This is an optimization exercise on Yosys and OpenROAD, whose aim is small area, a short achievable clock period and few clock cycles per item, not a production implementation. Only simulation tests tie the RTL to the original design; equivalence was not proved.

==> config.mk <==
export PLATFORM = sky130hd
export DESIGN_NAME = desc_intake
export DESIGN_NICKNAME = desc_intake
export VERILOG_FILES = /design/flow/design.v
export SDC_FILE = /design/flow/constraint.sdc
export NUM_CORES = 4
export LEC_CHECK = 0
export CAP_MARGIN = 20
export CORE_MARGIN = 2
export CORE_UTILIZATION = 40
export PLACE_DENSITY = 0.6
export SLEW_MARGIN = 20
==> constraint.sdc <==
create_clock -name core_clock -period 7.0 [get_ports {clk}]
set_input_delay 1.4000 -clock core_clock [delete_from_list [all_inputs] [get_ports {clk}]]
set_output_delay 1.4000 -clock core_clock [all_outputs]
set_load 0.01 [all_outputs]
==> design.v <==
module desc_intake (
    input  wire        clk,
    input  wire        rst,
    input  wire [1:0]  variant,      
    input  wire        in_valid,
    output wire        in_ready,
    input  wire [31:0] in_data,
    input  wire [5:0]  in_ring,
    input  wire [63:0] in_now,
    input  wire        rel_valid,
    input  wire [6:0]  rel_slot,
    output wire        out_valid,
    input  wire        out_ready,
    output reg         out_accept,
    output reg  [7:0]  out_status,
    output reg  [31:0] out_result,
    output reg  [15:0] out_tag,
    output reg  [15:0] out_opcode,
    output reg  [5:0]  out_ring
);
    localparam [7:0] ST_DEADLINE_MISSED = 8'h03;
    localparam [7:0] ST_BAD_OPCODE      = 8'h10;
    localparam [7:0] ST_BAD_PARAM       = 8'h11;
    localparam [7:0] ST_BAD_CHECK       = 8'h12;
    localparam [7:0] ST_TAG_BUSY        = 8'h13;
    localparam [7:0] ST_UNIT_ABSENT     = 8'h14;
    localparam [64:0] SIXTY_S = 65'd60_000_000_000;
    localparam [1:0] S_RECV = 2'd0, S_CHECK = 2'd1, S_RESP = 2'd2;
    reg  [1:0]  state;
    reg  [3:0]  word;
    reg  [15:0] op_q;
    reg  [7:0]  flags_q;
    reg  [7:0]  kind_q;
    reg  [15:0] tag_q;
    reg  [15:0] index_q;
    reg  [63:0] not_before_q;
    reg  [63:0] deadline_q;
    reg  [31:0] after_q;
    reg  [5:0]  ring_q;
    reg  [63:0] now_q;
    reg         prm_err_q;    
    reg         crc_ok_q;
    reg         busy_q;       
    reg  [3:0]  busy_gen_q;   
    reg  [127:0] slot_busy;
    reg  [3:0]   slot_gen [0:127];
    reg  [31:0] crc_q;
    reg  [31:0] crc_next;
    integer     b;
    always @* begin
        crc_next = crc_q ^ in_data;
        for (b = 0; b < 32; b = b + 1)
            crc_next = crc_next[0] ? ((crc_next >> 1) ^ 32'h82F63B78) : (crc_next >> 1);
    end
    reg          op_known;
    reg  [7:0]   op_kinds;
    reg  [255:0] op_pmask;
    always @* begin
        op_known = 1'b0;
        op_kinds = 8'h00;
        op_pmask = 256'd0;
        case (op_q)
          16'h0101: begin op_known = 1'b1; op_kinds = 8'h01; op_pmask = 256'h00000000000000000000000000000000000000000000000000000000FFFFFFFF; end  
          16'h0102: begin op_known = 1'b1; op_kinds = 8'h01; op_pmask = 256'h0000000000000000000000000000000000000000000000000000000000000000; end  
          16'h0103: begin op_known = 1'b1; op_kinds = 8'h01; op_pmask = 256'h000000000000000000000000000000000000000000000000FFFFFFFFFFFFFFFF; end  
          16'h0104: begin op_known = 1'b1; op_kinds = 8'h01; op_pmask = 256'h00000000000000000000000000000000FFFFFFFFFFFFFFFF00000000FFFFFFFF; end  
          16'h0110: begin op_known = 1'b1; op_kinds = 8'h20; op_pmask = 256'h000000000000000000000000000000000001FFFF3F3FFF01FFFFFFFFFFFFFFFF; end  
          16'h0111: begin op_known = 1'b1; op_kinds = 8'h20; op_pmask = 256'h0000000000000000000000000000000000000000000000000000000000000000; end  
          16'h0112: begin op_known = 1'b1; op_kinds = 8'h20; op_pmask = 256'h0000000000000000000000000000000000000000000000000000000000000000; end  
          16'h0113: begin op_known = 1'b1; op_kinds = 8'h40; op_pmask = 256'h0000000000000000000000000000000000000003FFFFFFFFFFFFFFFFFFFFFFFF; end  
          16'h0201: begin op_known = 1'b1; op_kinds = 8'h02; op_pmask = 256'h000000000000000000000000000000000000000000000000000000000000FFFF; end  
          16'h0202: begin op_known = 1'b1; op_kinds = 8'h02; op_pmask = 256'h0000000000000000000000000000000000000000000000000000000000000000; end  
          16'h0203: begin op_known = 1'b1; op_kinds = 8'h02; op_pmask = 256'h00000000000000000000000000000000000000000000000000000000FFFFFFFF; end  
          16'h0204: begin op_known = 1'b1; op_kinds = 8'h02; op_pmask = 256'h0000000000000000000000000000000000000000000000000000000000000000; end  
          16'h0205: begin op_known = 1'b1; op_kinds = 8'h02; op_pmask = 256'h00000000000000000000000000000000000000000000000000000000FFFFFFFF; end  
          16'h0301: begin op_known = 1'b1; op_kinds = 8'h08; op_pmask = 256'h0000000000000000000000000000000000000000000000000000000000000000; end  
          16'h0302: begin op_known = 1'b1; op_kinds = 8'h08; op_pmask = 256'h0000000000000000000000000000000000000000000000000000000000000000; end  
          16'h0303: begin op_known = 1'b1; op_kinds = 8'h08; op_pmask = 256'h0000000000000000000000000000000000000000000000000000000000000000; end  
          16'h0401: begin op_known = 1'b1; op_kinds = 8'h10; op_pmask = 256'h000000000000000000000000000000000000000000000000000000000000FFFF; end  
          16'h0402: begin op_known = 1'b1; op_kinds = 8'h01; op_pmask = 256'h0000000000000000000000000000000000000000000000000000000000000000; end  
          16'h0403: begin op_known = 1'b1; op_kinds = 8'h01; op_pmask = 256'h0000000000000000000000000000000000000000000000000000FFFFFFFF000F; end  
          16'h0404: begin op_known = 1'b1; op_kinds = 8'h01; op_pmask = 256'h0000000000000000000000000000000000000000000000000000000000000000; end  
          16'h0501: begin op_known = 1'b1; op_kinds = 8'h01; op_pmask = 256'h0000000000000000000000000000000000000000000000000000FFFFFFFFFFFF; end  
          16'h0502: begin op_known = 1'b1; op_kinds = 8'h01; op_pmask = 256'h0000000000000000000000000000000000000000000000000000000000000000; end  
          16'h0503: begin op_known = 1'b1; op_kinds = 8'h01; op_pmask = 256'h0000000000000000000000000000000000000000000000000000000000000000; end  
          16'h0504: begin op_known = 1'b1; op_kinds = 8'h01; op_pmask = 256'h00000000000000000000000000000000000000000000000000000000000000FF; end  
          16'h0601: begin op_known = 1'b1; op_kinds = 8'h01; op_pmask = 256'h000000000000000000000000000000000000000000000000000000000000FFFF; end  
          16'h0602: begin op_known = 1'b1; op_kinds = 8'h01; op_pmask = 256'h0000000000000000000000000000000000000000000000000000000000000000; end  
          16'h0603: begin op_known = 1'b1; op_kinds = 8'h01; op_pmask = 256'h0000000000000000000000000000000000000000000000000000000000000000; end  
          16'h0604: begin op_known = 1'b1; op_kinds = 8'h01; op_pmask = 256'h00000000000000000000000000000000000000000000000000000000FFFF00FF; end  
          16'h0701: begin op_known = 1'b1; op_kinds = 8'h02; op_pmask = 256'h00000000000000000000000000000000FFFFFFFFFFFFFFFFFFFFFFFFFFFFFFFF; end  
          16'h0702: begin op_known = 1'b1; op_kinds = 8'h02; op_pmask = 256'h0000000000000000000000000000000000000000000000000000000000000000; end  
          16'h0801: begin op_known = 1'b1; op_kinds = 8'h01; op_pmask = 256'h00000000000000000000000000000000000000000000000000000000FFFFFFFF; end  
          16'h0901: begin op_known = 1'b1; op_kinds = 8'h01; op_pmask = 256'h00000000000000000000000000000000FFFFFFFFFFFFFFFF0000FFFFFFFFFFFF; end  
          16'h0902: begin op_known = 1'b1; op_kinds = 8'h01; op_pmask = 256'h00000000000000000000000000000000000000000000000000000000FFFFFFFF; end  
          16'h0903: begin op_known = 1'b1; op_kinds = 8'h01; op_pmask = 256'h000000000000000000000000FFFFFFFFFFFFFFFFFFFFFFFFFFFFFFFF000000FF; end  
          16'h0A01: begin op_known = 1'b1; op_kinds = 8'h01; op_pmask = 256'h000000000000000000000000000000000000000000000000FFFFFFFFFFFF00FF; end  
          16'h0A02: begin op_known = 1'b1; op_kinds = 8'h01; op_pmask = 256'h00000000000000000000000000000000000000000000000000000000000000FF; end  
          16'h0B01: begin op_known = 1'b1; op_kinds = 8'h01; op_pmask = 256'h0000000000000000000000000000000000000000000000000000000000000000; end  
          16'h0B02: begin op_known = 1'b1; op_kinds = 8'h01; op_pmask = 256'h0000000000000000000000000000000000000000000000000000000000000000; end  
          16'h0C01: begin op_known = 1'b1; op_kinds = 8'h80; op_pmask = 256'h00000000000000000000000000000000000000000000000000000000FFFFFFFF; end  
          16'h0C02: begin op_known = 1'b1; op_kinds = 8'h80; op_pmask = 256'h000000000000000000000000000000FFFFFFFFFFFFFFFFFFFFFFFFFFFFFFFFFF; end  
          16'h0C03: begin op_known = 1'b1; op_kinds = 8'h01; op_pmask = 256'h000000000000000000000000000000000000000000000000000000000000FFFF; end  
          16'h0D01: begin op_known = 1'b1; op_kinds = 8'h01; op_pmask = 256'h00000000000000000000000000000000FFFFFFFFFFFFFFFF00000000FFFFFFFF; end  
          16'h0D02: begin op_known = 1'b1; op_kinds = 8'h0B; op_pmask = 256'h000000000000000000000000000000000000000000000000FFFFFFFF000000FF; end  
          16'h0D03: begin op_known = 1'b1; op_kinds = 8'h01; op_pmask = 256'h0000000000000000000000000000000000000000000000000000000000000000; end  
            default: ;
        endcase
    end
    wire        take      = in_valid && in_ready;
    wire        last_word = (word == 4'd15);
    wire [2:0]  pword     = word[2:0] - 3'd6;    
    wire [31:0] pmask_w   = op_pmask[{pword, 5'b00000} +: 32];
    wire        prm_bad_w = (word >= 4'd6) && (word <= 4'd13) && op_known &&
                            ((in_data & ~pmask_w) != 32'd0);
    assign in_ready  = (state == S_RECV);
    assign out_valid = (state == S_RESP);
    always @(posedge clk) begin
        if (rst) begin
            word      <= 4'd0;
            crc_q     <= 32'hFFFFFFFF;
            prm_err_q <= 1'b0;
        end else if (take) begin
            word <= word + 4'd1;
            case (word)
                4'd0:  begin op_q <= in_data[15:0]; flags_q <= in_data[23:16]; kind_q <= in_data[31:24]; end
                4'd1:  begin tag_q <= in_data[15:0]; index_q <= in_data[31:16]; end
                4'd2:  not_before_q[31:0]  <= in_data;
                4'd3:  not_before_q[63:32] <= in_data;
                4'd4:  deadline_q[31:0]    <= in_data;
                4'd5:  deadline_q[63:32]   <= in_data;
                4'd14: after_q <= in_data;
                default: ;
            endcase
            if (word == 4'd0)
                prm_err_q <= 1'b0;
            else if (prm_bad_w)
                prm_err_q <= 1'b1;
            if (last_word) begin
                crc_ok_q   <= ((crc_q ^ 32'hFFFFFFFF) == in_data);
                ring_q     <= in_ring;
                now_q      <= in_now;
                busy_q     <= slot_busy[tag_q[6:0]];
                busy_gen_q <= slot_gen[tag_q[6:0]];
                crc_q      <= 32'hFFFFFFFF;
            end else begin
                crc_q <= crc_next;
            end
        end
    end
    wire       after_en  = after_q[31];
    wire       rsv_err   = (flags_q[7:2] != 6'd0) ||
                           (tag_q[15:12] != 4'd0) || tag_q[7] ||
                           (kind_q > 8'd7) ||
                           (after_en ? ((after_q & 32'h7FFFF080) != 32'd0)
                                     : (after_q[30:0] != 31'd0)) ||
                           prm_err_q;
    wire       admin_err = (op_q[15:8] == 8'h01) && (ring_q != 6'd0);
    wire [64:0] nb_limit = {1'b0, now_q} + SIXTY_S;
    wire       time_err  = ({1'b0, not_before_q} > nb_limit) ||
                           ((deadline_q != 64'd0) && (deadline_q < not_before_q));
    wire       late      = (deadline_q != 64'd0) && (now_q > deadline_q);
    wire       self_dep  = after_en && (after_q[6:0] == tag_q[6:0]);
    reg  [7:0] kind_max;
    always @* begin
        case (kind_q[2:0])
            3'd0: kind_max = 8'd0;
            3'd1: kind_max = 8'd15;
            3'd2: kind_max = 8'd31;
            3'd3: kind_max = 8'd23;
            3'd4: kind_max = 8'd3;
            3'd5: kind_max = 8'd63;
            default: kind_max = 8'd7;
        endcase
    end
    wire       target_err = !op_kinds[kind_q[2:0]] || (index_q > {8'd0, kind_max});
    reg        has_path, has_gauge, has_tdm, has_down;
    reg  [5:0] n_rails, n_phases, n_switches;
    always @* begin
        case (variant)
            2'd0:    begin has_path = 1'b1; has_gauge = 1'b1; has_tdm = 1'b1; has_down = 1'b1;
                           n_rails = 6'd16; n_phases = 6'd32; n_switches = 6'd24; end
            2'd1:    begin has_path = 1'b0; has_gauge = 1'b0; has_tdm = 1'b1; has_down = 1'b1;
                           n_rails = 6'd16; n_phases = 6'd24; n_switches = 6'd24; end
            default: begin has_path = 1'b0; has_gauge = 1'b0; has_tdm = 1'b0; has_down = 1'b0;
                           n_rails = 6'd8;  n_phases = 6'd16; n_switches = 6'd12; end
        endcase
    end
    reg absent;
    always @* begin
        if (op_q[15:8] == 8'h05)
            absent = !has_path;
        else if (op_q[15:8] == 8'h06)
            absent = !has_gauge;
        else if (op_q[15:8] == 8'h0B)
            absent = !has_tdm;
        else if (op_q == 16'h0C01 || op_q == 16'h0C02)
            absent = !has_down;
        else if (kind_q == 8'd1)
            absent = index_q >= {10'd0, n_rails};
        else if (kind_q == 8'd2)
            absent = index_q >= {10'd0, n_phases};
        else if (kind_q == 8'd3)
            absent = index_q >= {10'd0, n_switches};
        else
            absent = 1'b0;
    end
    reg        v_accept;
    reg  [7:0] v_status;
    reg [31:0] v_result;
    always @* begin
        v_accept = 1'b0;
        v_status = 8'h00;
        v_result = 32'd0;
        if (!crc_ok_q)
            v_status = ST_BAD_CHECK;
        else if (rsv_err) begin
            v_status = ST_BAD_PARAM; v_result = 32'h8000_0001;
        end else if (!op_known)
            v_status = ST_BAD_OPCODE;
        else if (admin_err) begin
            v_status = ST_BAD_PARAM; v_result = 32'h8000_0005;
        end else if (busy_q) begin
            v_status = ST_TAG_BUSY;  v_result = {16'd0, 4'd0, busy_gen_q, 1'b0, tag_q[6:0]};
        end else if (time_err) begin
            v_status = ST_BAD_PARAM; v_result = 32'h8000_0002;
        end else if (late)
            v_status = ST_DEADLINE_MISSED;
        else if (self_dep) begin
            v_status = ST_BAD_PARAM; v_result = 32'h8000_0003;
        end else if (target_err) begin
            v_status = ST_BAD_PARAM; v_result = 32'h8000_0004;
        end else if (absent)
            v_status = ST_UNIT_ABSENT;
        else
            v_accept = 1'b1;
    end
    always @(posedge clk) begin
        if (rst) begin
            state <= S_RECV;
        end else begin
            case (state)
                S_RECV:  if (take && last_word) state <= S_CHECK;
                S_CHECK: begin
                    out_accept <= v_accept;
                    out_status <= v_status;
                    out_result <= v_result;
                    out_tag    <= tag_q;
                    out_opcode <= op_q;
                    out_ring   <= ring_q;
                    state      <= S_RESP;
                end
                S_RESP:  if (out_ready) state <= S_RECV;
                default: state <= S_RECV;
            endcase
        end
    end
    integer s;
    always @(posedge clk) begin
        if (rst) begin
            slot_busy <= 128'd0;
        end else begin
            for (s = 0; s < 128; s = s + 1) begin
                if (state == S_CHECK && v_accept && tag_q[6:0] == s[6:0])
                    slot_busy[s] <= 1'b1;
                else if (rel_valid && rel_slot == s[6:0])
                    slot_busy[s] <= 1'b0;
            end
        end
    end
    always @(posedge clk) begin
        if (state == S_CHECK && v_accept)
            slot_gen[tag_q[6:0]] <= tag_q[11:8];
    end
endmodule
==> run.sh <==
#!/bin/bash
# synth_recipe.tcl (not shown) runs the flow's synth.tcl, then flattens the netlist and writes it again
# the make line also repeats each setting of config.mk as NAME=value (left out here)
make -C /OpenROAD-flow-scripts/flow DESIGN_CONFIG=/design/flow/config.mk WORK_HOME=/design/flow/orfs CLKGATE_MAP_FILE= SYNTH_SCRIPT=/design/flow/synth_recipe.tcl finish
==> run summary <==
[flip-flops by register name, indices dropped and copies added (netlist names), 2 cells and up]
register / count
out_result: 12
now_q: 64
out_ring: 6
ring_q: 6
busy_gen_q: 4
slot_busy: 128
after_q: 32
out_opcode: 16
op_q: 16
deadline_q: 64
not_before_q: 64
state: 2
index_q: 16
word: 4
crc_q: 32
out_tag: 16
tag_q: 16
slot_gen: 512
kind_q: 8
out_status: 4
flags_q: 6
[worst max-delay path by stage]
stage	startpoint	endpoint	slack, ns	depth (start not counted)
final	now_q[11]$_DFFE_PP_	slot_gen[80][0]$_DFFE_PP_	0.35	37
after global routing	now_q[11]$_DFFE_PP_	slot_gen[109][1]$_DFFE_PP_	-0.05	37
after CTS	now_q[11]$_DFFE_PP_	slot_gen[72][0]$_DFFE_PP_	0.02	32
after detailed placement	now_q[12]$_DFFE_PP_	slot_gen[116][3]$_DFFE_PP_	-0.15	36
after global placement	now_q[12]$_DFFE_PP_	slot_gen[81][2]$_DFFE_PP_	-0.04	36
after floorplan	now_q[11]$_DFFE_PP_	slot_gen[95][0]$_DFFE_PP_	0.58	32
[repair_timing]
item,in CTS,in global routing
resized for setup,28,66
buffers inserted,0,4
pin swaps,0,4
endpoints found under the setup margin,180,593
[per-layer routing]
metal	vias to the layer above	part of all wire, %	global-route usage [%]
met1	15500	44	30.94
met4	0	2.7	6.751
met5	-	0	0
li1	13960	-	-
met2	1115	47	34.80
met3	183	6.7	3.243
[cell families after synthesis]
kind of cell | synth area share (%)
XOR/XNOR | 8.566
multiplexers | 9.700
other | 0.007551
AO/OA/AOI/OAI | 7.125
AND/OR/NAND/NOR | 7.601
flip-flops | 59.04
adder cells (fa/ha/maj) | 5.291
buffers and inverters | 2.671
[cell usage in the layout, fill, tap and decap left out, drive strengths merged, types with 92 or more instances in the layout]
cell type,instances
o21ai,203
xnor2,299
mux4,210
nand2,92
dfxtp,167
xor2,98
inv,161
edfxtp,865
clkbuf,154
clkdlybuf4s50,171
ha,210
o2bb2ai,128
buf,194
a21oi,94
nor2,259
[per-stage QoR]
stage / TNS [ns] / instance area, sq um
final: 0 / 58480
after global routing: -4.366 / 58470
after detailed placement: -15.52 / 54420
after floorplan: 0 / 49750
after global placement: -2.694 / 54420
after CTS: 0 / 58190
[critical path, delay by kind of cell, from the launching register on]
kind | cells | cell delay, ns
AO/OA/AOI/OAI | 10 | 1.64
flip-flops | 1 | 0.40
XOR/XNOR | 1 | 0.17
buffers and inverters | 5 | 0.70
adder cells (fa/ha/maj) | 2 | 0.45
AND/OR/NAND/NOR | 19 | 2.98
[final cells by class]
type | instances | area [sq um] | share of cell area, %
Antenna cell | 2 | 5.005 | 0.008559
Clock buffer | 154 | 2998 | 5.127
Clock inverter | 51 | 704.4 | 1.205
Inverter | 159 | 596.8 | 1.021
Multi-Input combinational cell | 2152 | 19470 | 33.30
Sequential cell | 1032 | 29320 | 50.14
Tap cell | 1637 | 2048 | 3.503
Timing Repair Buffer | 365 | 3333 | 5.700
==> out/metrics.cfg <==
[die]
rows = 129
die_h_um = 356.4
fp.dieW_um = 356.4
start_util_pct = 40.22
coreArea_sq_um = 123500
boundaryPins = 197
die_area_sq_um = 127000

[worst_setup_path]
crit_slowest_cell = or4_4
start_kind = flip-flop
reg2reg_from = now_q[11]$_DFFE_PP_
critPathKind = flip-flop to flip-flop
cpPeakStageDelay_ns = 0.55
crit_arrival_ns = 7.11
r2r_setup_slack_ns = 0.35
r2r_cells = 37
worstReg2RegEnd = slot_gen[80][0]$_DFFE_PP_
cp_max_fo = 16
cp-end-kind = flip-flop
crit_top_cell = nor2_1
cp.required_ns = 7.46

[cells_and_area]
instances_no_fill = 5552
final_util_pct = 47.36
layout-drive-gt1-share_pct = 17.74
final_nets = 4145
areaGrowthSynthToFinish_pct = 17.76
fill_cells = 10780

[global_route]
grt_pass1_vias = 30610
antenna_found_initial = 3
grt_pass1_wl_um = 205500
grt_usage_pct = 21.85
grt_overflow = 0
grt_start_max_net_pins = 151

[synthesis]
synth_edf_count = 865
synth_top_cell_by_area = edfxtp_1
netlist_instances = 3489
syn_area_sq_um = 49660
synth_top_cell_area_share_pct = 52.31
synth_area_leaders = edfxtp_1, mux4_2, dfxtp_1
async_flop_share_pct = 0
synth_seq_area_share_pct = 59.04
syn_area_per_cell_sq_um = 14.23
yosysUniqueCellTypes = 75
synth_top_cells_by_count = edfxtp_1, xnor2_1, nor2_1
ys_seq_elements = 1032
ys_warn_count = 1
ys.flop_type = edfxtp_1
synth_most_common_cell = edfxtp_1

[hold_path]
whs_endpoint = out_ring[4]$_DFFE_PP_
whs_path_depth = 0
hp-class = flip-flop to flip-flop
min_from = ring_q[4]$_DFFE_PP_

[sta]
setup_viol = 0
fmax_mhz = 150.3
final.min_clock_period_ns = 6.652
hold_viol_final = 0
finClkSkew_ns = 0.1049
setup_slack_ns = 0.3483
worst_slew_pin_slew_ns = 1.215
whs_ns = 0.4504
fin_crit_sh_pct = 95.02
slew_viol_final = 0
max-slew-margin-rel_pct = 18.28

[drt]
wl_um = 139500
via_per_inst = 5.539
drc = 0
drtPass1Iterations = 6
vias = 30750
drtIter0Drc = 3204
wire_per_inst_um = 25.12
ant_nets = 0

[place]
gp_congestion = 0.9674
dp_cells = 5341
hpwl_um = 97330
io_buffers = 172
dp_slack_ns = -0.1477

[cts]
clk_pin_slew_worst_paths_ns = 0.06
clockBufferDepth = 3
cts_buffers = 109
clock_latency_ns = 0.76
cts-root-buf = clkbuf_16
clkSinkCount = 1032
cts_hold_buf = 0
h-tree-depth = 3
cts_tree = done

[flow_run]
cap_violations = 0

[run_status]
status = timing/DRC/antenna clean

Testbench counts, summed over its fixed seeds: cycles 57,600, items 3,200.

[re-timing with driven ports]
No port has a modelled driver above. Below, the same layout with a new extraction and two added sets of constraints. Step 1 (the two cells are an assumption about what drives the block):
set clk [get_ports {clk}]
set_driving_cell -lib_cell sky130_fd_sc_hd__clkbuf_16 $clk
set_driving_cell -lib_cell sky130_fd_sc_hd__buf_2 [delete_from_list [all_inputs] $clk]
Step 2 adds t to the input delays and takes it off the output delays; t is the mean of the earliest and latest rising clock arrival at the registers after step 1. Input paths then give back, and output paths get back, about the clock's delay inside the block. Slacks: no drivers / after step 1 / after step 2; pairs: no drivers / after step 1.
shift t [ns]: 0.787
setup WS [ns]: 0.348 / 0.348 / 0.238
slew at the worst register clock pin (ns): 0.07 / 0.07
worst slew at a driven data input, ns: 0.13
pins driven straight from the clock port: 1
After both steps setup and hold are still met in this run. For this run, drivers alone change the setup slack by 0.000 ns; drivers and shift together by -0.110 ns.
